What follows belongs to an exercise in optimizing a design on an open flow for small area, a short achievable clock period and few clock cycles per item; a production flow would make more cautious choices. In this exercise RTL edits were held to simulation tests only and were not proved equivalent to the original. Power figures rest on the tool's default switching activity, not on a simulated workload.

==> harbor: inputs <==
// cooper_coder
module cooper_coder (
    input  wire        clk,
    input  wire        rst,
    input  wire        in_valid,
    output wire        in_ready,
    input  wire [31:0] in_data,
    input  wire        in_count,    
    input  wire        in_last,     
    input  wire        in_end,      
    output wire        out_valid,
    input  wire        out_ready,
    output wire [31:0] out_data,
    output wire        out_last
);
==> flow/config.mk <==
export PLATFORM = sky130hd
export DESIGN_NAME = cooper_coder
export DESIGN_NICKNAME = cooper_coder
export VERILOG_FILES = /design/flow/design.v
export SDC_FILE = /design/flow/constraint.sdc
export NUM_CORES = 4
export LEC_CHECK = 0
export CAP_MARGIN = 20
export CORE_MARGIN = 2
export CORE_UTILIZATION = 40
export PLACE_DENSITY = 0.55
export SLEW_MARGIN = 20
==> flow/constraint.sdc <==
create_clock -name core_clock -period 17.0 [get_ports {clk}]
set_input_delay 3.4000 -clock core_clock [delete_from_list [all_inputs] [get_ports {clk}]]
set_output_delay 3.4000 -clock core_clock [all_outputs]
set_load 0.01 [all_outputs]
standard.sh (not shown) runs the stock make flow with config.mk's settings and CLKGATE_MAP_FILE= SYNTH_SCRIPT=/design/flow/synth_recipe.tcl, a recipe that flattens the netlist after the stock synthesis.
==> flow/flow/run.sh <==
#!/bin/bash
# The standard layout (standard.sh, unchanged synthesis and steps), with
# ORFS's timing repair asked for more setup slack than the 17 ns clock needs,
# so that the achieved period shrinks. All tool output goes to standard.log
# here and to ORFS's own logs under orfs/logs.
set -euo pipefail
export SETUP_SLACK_MARGIN=11.5
bash standard.sh > standard.log 2>&1
==> inputs of garnet, as changes to harbor <==
--- a/flow/design.v
+++ b/flow/design.v
@@ -212,22 +212,20 @@
             elim1 = {!(|z), (|z) ? z : al};
         end
     endfunction
     reg  [31:0] al_a  [0:3];     
     reg  [5:0]  mn_a  [0:3];     
     reg  [10:0] mn_b  [0:3];     
-    reg  [4:0]  kb_b  [0:3];     
+    reg  [31:0] al_b  [0:3];     
     integer ep_i, ek_i;
     reg  [63:0] dg;
     reg  [31:0] bt;
     reg  [33:0] r2;
     reg  [32:0] r1;
-    reg  [31:0] al;
     reg  [5:0]  mh;
     reg  [4:0]  ml;
-    reg  [4:0]  kx;
     always @(posedge clk) begin
         for (ep_i = 0; ep_i < 4; ep_i = ep_i + 1) begin
             for (ek_i = 0; ek_i < 32; ek_i = ek_i + 1)
                 dg[2*ek_i +: 2] = acc_all[(ep_i*32+ek_i)*11 + 9 +: 2];
             r2 = elim2(32'hFFFF_FFFF, dg);
             mh[5:4] = r2[33:32];
@@ -250,18 +248,23 @@
             r2 = elim2(r2[31:0], dg);
             ml[2:1] = r2[33:32];
             for (ek_i = 0; ek_i < 32; ek_i = ek_i + 1)
                 bt[ek_i] = acc_all[(ep_i*32+ek_i)*11];
             r1 = elim1(r2[31:0], bt);
             ml[0] = r1[32];
-            al = r1[31:0];
-            kx = 5'd0;
-            for (ek_i = 31; ek_i >= 0; ek_i = ek_i - 1)
-                if (al[ek_i]) kx = ek_i[4:0];
             mn_b[ep_i] <= {mn_a[ep_i], ml};
-            kb_b[ep_i] <= kx;
+            al_b[ep_i] <= r1[31:0];
+        end
+    end
+    reg  [4:0]  kb_b [0:3];
+    integer cp_i, ck_i;
+    always @(*) begin
+        for (cp_i = 0; cp_i < 4; cp_i = cp_i + 1) begin
+            kb_b[cp_i] = 5'd0;
+            for (ck_i = 31; ck_i >= 0; ck_i = ck_i - 1)
+                if (al_b[cp_i][ck_i]) kb_b[cp_i] = ck_i[4:0];
         end
     end
     wire        c01 = (mn_b[1] < mn_b[0]);
     wire [10:0] m01 = c01 ? mn_b[1] : mn_b[0];
     wire [6:0]  i01 = c01 ? {2'd1, kb_b[1]} : {2'd0, kb_b[0]};
     wire        c23 = (mn_b[3] < mn_b[2]);
==> flow/flow/run.sh (replaced) <==
#!/bin/bash
# The standard layout (standard.sh, unchanged synthesis and steps), with
# ORFS's timing repair asked for more setup slack than the 17 ns clock needs,
# so that the achieved period shrinks. All tool output goes to standard.log
# here and to ORFS's own logs under orfs/logs.
set -euo pipefail
export SETUP_SLACK_MARGIN=12
bash standard.sh > standard.log 2>&1
==> notes <==
Between garnet and harbor, the lower global-route usage is in garnet (gap 1.5 points).
Of garnet and harbor, harbor has the higher wire length (gap about 3%, measured against harbor).
Maximum frequency: harbor is smaller than garnet (15%).
Against harbor, the critical path depth of garnet is lower by 6.
Between harbor and garnet, the lower sequential cell count is in harbor (gap 108).
Sequential share of layout area: harbor is lower than garnet (0.87 points).
Synthesized cell count: harbor is smaller than garnet (1.2%).
Of harbor and garnet, garnet has the higher cell count (gap 0.98%, measured against garnet).
Between harbor and garnet, the lower die area is in harbor (gap 1.3%, measured against garnet).
Against harbor, the register-to-register slack of garnet is higher by 880 ps.
Testbench counts of harbor, summed over its fixed seeds: cycles 20,923, items 19,549.
Testbench counts of garnet, summed over its fixed seeds: cycles 20,923, items 19,549.

---

==> inputs of trial 2 <==
cooper_coder with an RTL version that a note above also has.
export LEC_CHECK = 0
export CAP_MARGIN = 20
export CORE_MARGIN = 2
export CORE_UTILIZATION = 45
export PLACE_DENSITY = 0.6
export SLEW_MARGIN = 20
create_clock -name core_clock -period 17.0 [get_ports {clk}]
==> flow/flow/run.sh <==
#!/bin/bash
# The standard layout (standard.sh, unchanged synthesis and steps), with
# ORFS's timing repair asked for more setup slack than the 17 ns clock needs,
# so that the achieved period shrinks. All tool output goes to standard.log
# here and to ORFS's own logs under orfs/logs.
set -euo pipefail
export SETUP_SLACK_MARGIN=12.25
bash standard.sh > standard.log 2>&1
==> trial 17: changes against trial 2 <==
--- a/flow/flow/run.sh
+++ b/flow/flow/run.sh
@@ -5,4 +5,4 @@
 # here and to ORFS's own logs under orfs/logs.
 set -euo pipefail
-export SETUP_SLACK_MARGIN=12.25
+export SETUP_SLACK_MARGIN=12
 bash standard.sh > standard.log 2>&1
Settings changed: CORE_UTILIZATION 45 to 50, PLACE_DENSITY 0.6 to 0.65.
==> comparison <==
- Against trial 17, the cell count of trial 2 is higher by about 4.3%.
- Sequential share of layout area: trial 2 is lower than trial 17 (1.5 points).
- Between trial 17 and trial 2, the lower first-iteration DRC count is in trial 2 (gap 5.5%, measured against trial 2).
- Flip-flop and latch count is the same in trial 2 and trial 17.
- Between trial 17 and trial 2, the lower power is in trial 17 (gap about 6%, measured against trial 2).
- Clock power is about the same in trial 17 and trial 2.
- Of trial 2 and trial 17, trial 17 has the higher core utilization (gap 3.6 points).
- Of trial 2 and trial 17, trial 2 has the higher final area (gap about 4.3%, measured against trial 17).
==> figures <==
| item | trial 17 | trial 2 |
|---|---|---|
| Tap Count | 6174 | 6916 |
| Flop pwr share | 34.9% | 33.0% |
| Height of the die | 687 microns | 724 microns |
| Required time of the worst setup path | 17.71 ns | 17.80 ns |
| Post-CTS repair timing setup buffer count | 183 | 323 |
| Levels on crit path | 20 | 19 |
| Beginning of the worst hold path | mn_a[0][2] | mn_a[0][5] |
| Least-Margin Pin Slew | 1.18 ns | 1.21 ns |
| Pin count of the biggest net entering global routing | 137 | 126 |
| Clock network power | 0.0102 W | 0.0104 W |
| Overall die area | 473000 sq um | 525000 sq um |
| Vias in the first global route | 183000 | 184000 |
| Post-Layout Cell Count | 30900 | 32300 |
| Effective utilization at floorplan | 50.3% | 45.2% |
| Vias/cell | 6.37 | 6.18 |
| Signed area change from the synthesized netlist to the final layout | 13.8% | 18.7% |
| Data buffer area share | 2.64% | 4.27% |
| Outcome | no timing/DRC/antenna violations | no timing/DRC/antenna violations |
Testbench counts of trial 2, summed over its fixed seeds: cycles 20,923, items 19,549.
Testbench counts of trial 17, summed over its fixed seeds: cycles 20,923, items 19,549.

## what the ideal ports hide
Ports are ideal in the flow. The routed layouts listed here were re-timed in OpenROAD. Step 1, drivers: a clkbuf_16 drives clk and a buf_2 each remaining input, both assumed. Step 2, shift: input delay + t, output delay - t, t = (earliest + latest rising clock arrival at the registers) / 2. This alone moves slack from input paths to output paths. a / b / c = ideal / step 1 / step 2; a / b = the first two.
run | t (ns) | slack for setup (ns) | hold slack, ns | latest minus earliest clock arrival (ns) | worst register clock-pin slew, ns
harbor | 1.166 | 11.068 / 11.068 / 10.793 | 0.301 / 0.301 / 0.301 | 0.135 / 0.135 | 0.07 / 0.07
garnet | 1.160 | 11.950 / 11.831 / 11.058 | 0.298 / 0.298 / 0.298 | 0.140 / 0.139 | 0.07 / 0.07
trial 2 | 1.159 | 11.928 / 11.890 / 11.267 | 0.328 / 0.328 / 0.328 | 0.077 / 0.077 | 0.08 / 0.08
trial 17 | 1.155 | 11.763 / 11.763 / 11.112 | 0.321 / 0.321 / 0.321 | 0.155 / 0.155 | 0.07 / 0.07
After both steps every run listed still meets setup and hold. For garnet, which loses most, drivers alone change the setup slack by -0.119 ns; drivers and shift together by -0.892 ns.
